Source: an optimization exercise on an open RTL-to-GDS flow (aim: small area, a short achievable clock period and few clock cycles). Production flows keep margins and buffers that such runs may drop. The RTL was checked by simulation tests, not by an equivalence proof against the original design. Power figures rest on the tool's default switching activity, not on a simulated workload.

File: design.v
module grd_sha256 (
    input  wire         clk,
    input  wire         rst,         
    input  wire         in_valid,
    output wire         in_ready,
    input  wire [31:0]  in_word,
    output reg          out_valid,
    output reg  [255:0] out_dig
);
    localparam ST_LOAD = 2'd0, ST_RUN = 2'd1, ST_FIN = 2'd2;
    reg  [1:0]  state;
    reg  [3:0]  wcnt;         
    reg  [5:0]  rnd;          
    reg         second;       
    reg  [31:0] w   [0:15];   
    reg  [31:0] h   [0:7];    
    reg  [31:0] a, b, c, d, e, f, g, hh;
    integer i;
    localparam [31:0] IV0 = 32'h6a09e667, IV1 = 32'hbb67ae85,
                      IV2 = 32'h3c6ef372, IV3 = 32'ha54ff53a,
                      IV4 = 32'h510e527f, IV5 = 32'h9b05688c,
                      IV6 = 32'h1f83d9ab, IV7 = 32'h5be0cd19;
    reg [31:0] kt;
    always @(*) begin
        case (rnd)
            6'd0:  kt = 32'h428a2f98; 6'd1:  kt = 32'h71374491;
            6'd2:  kt = 32'hb5c0fbcf; 6'd3:  kt = 32'he9b5dba5;
            6'd4:  kt = 32'h3956c25b; 6'd5:  kt = 32'h59f111f1;
            6'd6:  kt = 32'h923f82a4; 6'd7:  kt = 32'hab1c5ed5;
            6'd8:  kt = 32'hd807aa98; 6'd9:  kt = 32'h12835b01;
            6'd10: kt = 32'h243185be; 6'd11: kt = 32'h550c7dc3;
            6'd12: kt = 32'h72be5d74; 6'd13: kt = 32'h80deb1fe;
            6'd14: kt = 32'h9bdc06a7; 6'd15: kt = 32'hc19bf174;
            6'd16: kt = 32'he49b69c1; 6'd17: kt = 32'hefbe4786;
            6'd18: kt = 32'h0fc19dc6; 6'd19: kt = 32'h240ca1cc;
            6'd20: kt = 32'h2de92c6f; 6'd21: kt = 32'h4a7484aa;
            6'd22: kt = 32'h5cb0a9dc; 6'd23: kt = 32'h76f988da;
            6'd24: kt = 32'h983e5152; 6'd25: kt = 32'ha831c66d;
            6'd26: kt = 32'hb00327c8; 6'd27: kt = 32'hbf597fc7;
            6'd28: kt = 32'hc6e00bf3; 6'd29: kt = 32'hd5a79147;
            6'd30: kt = 32'h06ca6351; 6'd31: kt = 32'h14292967;
            6'd32: kt = 32'h27b70a85; 6'd33: kt = 32'h2e1b2138;
            6'd34: kt = 32'h4d2c6dfc; 6'd35: kt = 32'h53380d13;
            6'd36: kt = 32'h650a7354; 6'd37: kt = 32'h766a0abb;
            6'd38: kt = 32'h81c2c92e; 6'd39: kt = 32'h92722c85;
            6'd40: kt = 32'ha2bfe8a1; 6'd41: kt = 32'ha81a664b;
            6'd42: kt = 32'hc24b8b70; 6'd43: kt = 32'hc76c51a3;
            6'd44: kt = 32'hd192e819; 6'd45: kt = 32'hd6990624;
            6'd46: kt = 32'hf40e3585; 6'd47: kt = 32'h106aa070;
            6'd48: kt = 32'h19a4c116; 6'd49: kt = 32'h1e376c08;
            6'd50: kt = 32'h2748774c; 6'd51: kt = 32'h34b0bcb5;
            6'd52: kt = 32'h391c0cb3; 6'd53: kt = 32'h4ed8aa4a;
            6'd54: kt = 32'h5b9cca4f; 6'd55: kt = 32'h682e6ff3;
            6'd56: kt = 32'h748f82ee; 6'd57: kt = 32'h78a5636f;
            6'd58: kt = 32'h84c87814; 6'd59: kt = 32'h8cc70208;
            6'd60: kt = 32'h90befffa; 6'd61: kt = 32'ha4506ceb;
            6'd62: kt = 32'hbef9a3f7; default: kt = 32'hc67178f2;
        endcase
    end
    wire [31:0] s1   = {e[5:0], e[31:6]} ^ {e[10:0], e[31:11]} ^ {e[24:0], e[31:25]};
    wire [31:0] ch   = (e & f) ^ (~e & g);
    wire [31:0] t1   = hh + s1 + ch + kt + w[0];
    wire [31:0] s0   = {a[1:0], a[31:2]} ^ {a[12:0], a[31:13]} ^ {a[21:0], a[31:22]};
    wire [31:0] maj  = (a & b) ^ (a & c) ^ (b & c);
    wire [31:0] t2   = s0 + maj;
    wire [31:0] ss0  = {w[1][6:0], w[1][31:7]} ^ {w[1][17:0], w[1][31:18]} ^ (w[1] >> 3);
    wire [31:0] ss1  = {w[14][16:0], w[14][31:17]} ^ {w[14][18:0], w[14][31:19]} ^ (w[14] >> 10);
    wire [31:0] wnew = ss1 + w[9] + ss0 + w[0];
    wire [31:0] hn0 = h[0] + a;
    wire [31:0] hn1 = h[1] + b;
    wire [31:0] hn2 = h[2] + c;
    wire [31:0] hn3 = h[3] + d;
    wire [31:0] hn4 = h[4] + e;
    wire [31:0] hn5 = h[5] + f;
    wire [31:0] hn6 = h[6] + g;
    wire [31:0] hn7 = h[7] + hh;
    assign in_ready = (state == ST_LOAD);
    always @(posedge clk) begin
        if (rst) begin
            state     <= ST_LOAD;
            wcnt      <= 4'd0;
            out_valid <= 1'b0;
        end else begin
            out_valid <= 1'b0;
            case (state)
                ST_LOAD: begin
                    if (in_valid) begin
                        for (i = 0; i < 15; i = i + 1)
                            w[i] <= w[i + 1];
                        w[15] <= {in_word[7:0], in_word[15:8], in_word[23:16], in_word[31:24]};
                        wcnt  <= wcnt + 4'd1;
                        if (wcnt == 4'd15) begin
                            state  <= ST_RUN;
                            rnd    <= 6'd0;
                            second <= 1'b0;
                            h[0] <= IV0; h[1] <= IV1; h[2] <= IV2; h[3] <= IV3;
                            h[4] <= IV4; h[5] <= IV5; h[6] <= IV6; h[7] <= IV7;
                            a <= IV0; b <= IV1;
                            c <= IV2; d <= IV3;
                            e <= IV4; f <= IV5;
                            g <= IV6; hh <= IV7;
                        end
                    end
                end
                ST_RUN: begin
                    hh <= g;
                    g  <= f;
                    f  <= e;
                    e  <= d + t1;
                    d  <= c;
                    c  <= b;
                    b  <= a;
                    a  <= t1 + t2;
                    for (i = 0; i < 15; i = i + 1)
                        w[i] <= w[i + 1];
                    w[15] <= wnew;
                    rnd <= rnd + 6'd1;
                    if (rnd == 6'd63)
                        state <= ST_FIN;
                end
                default: begin  
                    if (!second) begin
                        h[0] <= hn0; h[1] <= hn1; h[2] <= hn2; h[3] <= hn3;
                        h[4] <= hn4; h[5] <= hn5; h[6] <= hn6; h[7] <= hn7;
                        a <= hn0; b <= hn1; c <= hn2; d <= hn3;
                        e <= hn4; f <= hn5; g <= hn6; hh <= hn7;
                        w[0] <= 32'h80000000;
                        for (i = 1; i < 15; i = i + 1)
                            w[i] <= 32'd0;
                        w[15] <= 32'h00000200;
                        second <= 1'b1;
                        rnd    <= 6'd0;
                        state  <= ST_RUN;
                    end else begin
                        out_dig <= {{hn7[7:0], hn7[15:8], hn7[23:16], hn7[31:24]}, {hn6[7:0], hn6[15:8], hn6[23:16], hn6[31:24]}, {hn5[7:0], hn5[15:8], hn5[23:16], hn5[31:24]}, {hn4[7:0], hn4[15:8], hn4[23:16], hn4[31:24]},
                                    {hn3[7:0], hn3[15:8], hn3[23:16], hn3[31:24]}, {hn2[7:0], hn2[15:8], hn2[23:16], hn2[31:24]}, {hn1[7:0], hn1[15:8], hn1[23:16], hn1[31:24]}, {hn0[7:0], hn0[15:8], hn0[23:16], hn0[31:24]}};
                        out_valid <= 1'b1;
                        state     <= ST_LOAD;
                    end
                end
            endcase
        end
    end
endmodule
File: run.sh
#!/bin/bash
# synth_recipe.tcl (not shown) runs the flow's synth.tcl, then flattens the netlist and writes it again
# the make line also repeats each setting of config.mk as NAME=value (left out here)
make -C /OpenROAD-flow-scripts/flow DESIGN_CONFIG=/design/flow/config.mk WORK_HOME=/design/flow/orfs CLKGATE_MAP_FILE= SYNTH_SCRIPT=/design/flow/synth_recipe.tcl finish
File: config.mk
export PLATFORM = sky130hd
export DESIGN_NAME = grd_sha256
export DESIGN_NICKNAME = grd_sha256
export VERILOG_FILES = /design/flow/design.v
export SDC_FILE = /design/flow/constraint.sdc
export NUM_CORES = 4
export LEC_CHECK = 0
export CAP_MARGIN = 20
export CORE_MARGIN = 2
export CORE_UTILIZATION = 40
export PLACE_DENSITY = 0.6
export SLEW_MARGIN = 20
File: constraint.sdc
create_clock -name core_clock -period 12.0 [get_ports {clk}]
set_input_delay 2.4000 -clock core_clock [delete_from_list [all_inputs] [get_ports {clk}]]
set_output_delay 2.4000 -clock core_clock [all_outputs]
set_load 0.01 [all_outputs]
==> out/metrics.cfg <==
[flow_run]
cap_violations=0

[clocking]
post_cts_buffers=0
ctsResizeCount=0
clk_path_buf_depth=3
path_clk_slew_ns=0.07
clock_latency_ns=0.85
htree_levels=4
cts.sinks=1326
cts_tree=built
cts_buffers=153
hold_buffers=0
clockRootBuffer=clkbuf_16

[finish]
fillers=17400
num-nets-final=7501
layout-drive-gt1-share_pct=5.15
utilization_pct=45.7
syn_to_final_growth_pct=13.9

[power_and_ir_drop]
vdd_ir_drop_max_mv=0.321
p_per_area_nw_per_um2=236
p_leak_nw=32.1

[setup_path]
cp.arrival_ns=8.78
crit_path_top_delay_cell=edfxtp_1
critPathTopFamily=compound AO/OA/AOI/OAI gates
crit_fanout=6
end_kind=flop
crit_buf_inv=5
cpMostUsedCell=a21o_1
cp-start-kind=flop
crit_required_ns=12.56
slowest_delay_ns=0.53
crit_type=flop to flop

[logic_synthesis]
synth_top_area_share_pct=50.8
synthTopCellsByCount=edfxtp_1 (1287), inv_1 (555), nor2b_1 (521)
synth_nets=7296
synth.most_common_cell=edfxtp_1
synth_compound_area_share_pct=12.9
netlist_instances=6676
ys_types=91
synth-seq-cells=1326
synthAdderAreaFrac_pct=11.6
synth_edf_count=1287
synth.avg_cell_area_um2=11.4
synthXorXnorAreaFrac_pct=6.85
async_flop_share_pct=0
synth-main-ff-cell=edfxtp_1
synth_area_um2=76100
synth_mux_area_share_pct=0.941
yosysWarnings=3
synth-simple-area-share_pct=11.7
yosysSeqAreaShare_pct=51.8
synth_area_leader_cell=edfxtp_1
synth_top_family_by_area=compound AO/OA/AOI/OAI gates
synthTopCellsByArea=edfxtp_1 (51%), ha_1 (6.4%), fa_1 (5.1%)

[route]
dr.pass1.iters=8
wl_per_cell_um=25.5
num_vias=53200
drcViolationCount=0
ant_nets=0
viasPerCell=5.58
drtIter0Drc=5936
wl_um=243000

[timing]
fin_setup_tns_ns=0
period_share_pct=68.6
drv_slew=0
fmax_ghz=0.122
finClkSkew_ns=0.0515
slew_headroom_pct=26.3
setup_viol=0
hold_viol_final=0
rsz0062_at_grt=no
fin_crit_ns=8.23
tightest_slew_ns=1.11

[floorplan]
chipWidth_um=440
initial_core_util_pct=40.1
row_count=160
die_h_um=440
dieArea_um2=194000
core_um2=190000
pin_count=293

[status]
status=timing/DRC/antenna clean

[global_routing]
grt_pass1_vias=50600
grt_overflow=0
grt_max_degree=181
grt_pass1_wl_um=350000
grt_usage_pct=24.7
antenna_found_initial=5

[place]
gp_congestion=0.990
dp_hpwl_um=179000
port-buffer-count=292

[worst_hold_path]
hp-class=flop to flop

-- registers in the layout, summed over array words and instances, names as in the netlist --
| signal | cells |
|---|---|
| b | 32 |
| out_dig | 256 |
| out_valid | 1 |
| second | 1 |
| g | 32 |
| kt | 32 |
| hh | 32 |
| e | 32 |
| d | 32 |
| a | 32 |
| wcnt | 4 |
| h | 256 |
| w | 512 |
| c | 32 |
| f | 32 |
| rnd | 6 |
| state | 2 |
-- per-stage QoR --
step	power, W	hold slack (ns)	setup slack, ns	cells	cell area (um2)
floorplan	0.0123	0.454	1.77	6676	76100
global placement	0.0154	0.467	3.92	9237	81500
detailed placement	0.0155	0.482	3.80	9237	81500
CTS	0.0203	0.494	3.79	9517	86600
global route	0.0216	0.530	3.19	9518	86600
finish	0.0205	0.489	3.77	9521	86700
-- worst reg2reg max path: cells and delay by family (launching register included) --
family                     cells  cell delay, ns
buffers and inverters          5            0.29
xor gates and xnor gates       4            0.85
adders and majority gates      6            2.57
AOI/OAI and AO/OA             17            3.47
and+or+nand+nor                2            0.22
DFF                            1            0.53
-- report_power, final --
part / internal (W) / switching, W
clock network: 0.00277 / 0.00202
registers: 0.00535 / 0.000152
logic: 0.00368 / 0.00650
total: 0.0118 / 0.00867
-- cell type report --
cell class | count | area (um2) | area share [%]
Inverter | 558 | 2090 | 2.42
Tap cell | 2511 | 3140 | 3.63
Timing Repair Buffer | 339 | 3330 | 3.84
Multi-Input combinational cell | 4503 | 33500 | 38.7
Antenna cell | 4 | 10.0 | 0.0116
Clock inverter | 97 | 1140 | 1.32
Sequential cell | 1326 | 39400 | 45.5
Clock buffer | 183 | 3990 | 4.61
-- worst paths after layout --
kind,from,to,slack (ns),cells after the start
min reg2reg,wcnt[3],wcnt[3],0.49,2
min,wcnt[3],wcnt[3],0.49,2
max reg2reg,e[27],a[29],3.77,34
max,e[27],a[29],3.77,34
-- layout by cell type (no fill, tap or decap), types with 209 or more instances in the layout --
master,count
a21oi_1,470
o21ai_0,266
nand2_1,380
nor2_1,387
nor2b_1,520
edfxtp_1,1287
clkdlybuf4s50_1,292
xnor2_1,383
inv_1,555
ha_1,390
xor2_1,209
-- kinds of logic (layout without fill, tap and decap cells) --
group                    after synthesis  in the layout
XOR/XNOR                             593            593
buffers and inverters                847           1177
AO/OA/AOI/OAI                       1509           1509
adder cells (fa/ha/maj)              589            589
AND/OR/NAND/NOR                     1746           1746
multiplexers                          66             66
flip-flops                          1326           1326
other                                  0              4
-- metal layers --
metal / wire, um / GRT usage, % / vias to the layer above
li1: - / - / 24100
met1: 106000 / 35.0 / 26600
met2: 112000 / 38.9 / 2079
met3: 16200 / 3.67 / 365
met4: 8340 / 8.13 / 2
met5: 13 / 0 / -
Testbench counts, summed over its fixed seeds: cycles 87,606.

[what the ideal ports hide]
Ports are ideal in the flow. The routed layout listed here was re-timed in OpenROAD. Step 1: set_driving_cell puts a clkbuf_16 on clk and a buf_2 on each other input, an assumption about the parent block. Step 2, shift: input delay + t, output delay - t, t = (earliest + latest rising clock arrival at the registers) / 2. This alone moves slack from input paths to output paths. Three values: no drivers, after step 1, after step 2; two values: the first two.
t, ns: 0.909
setup WS [ns]: 3.774 / 3.774 / 3.774
worst setup path at the end: register to register
clock arrival spread, ns: 0.055 / 0.055
cell pins on the clock port's net: 1
After both steps setup and hold are still met in this run. For this run, drivers alone change the setup slack by 0.000 ns; drivers and shift together by 0.000 ns.
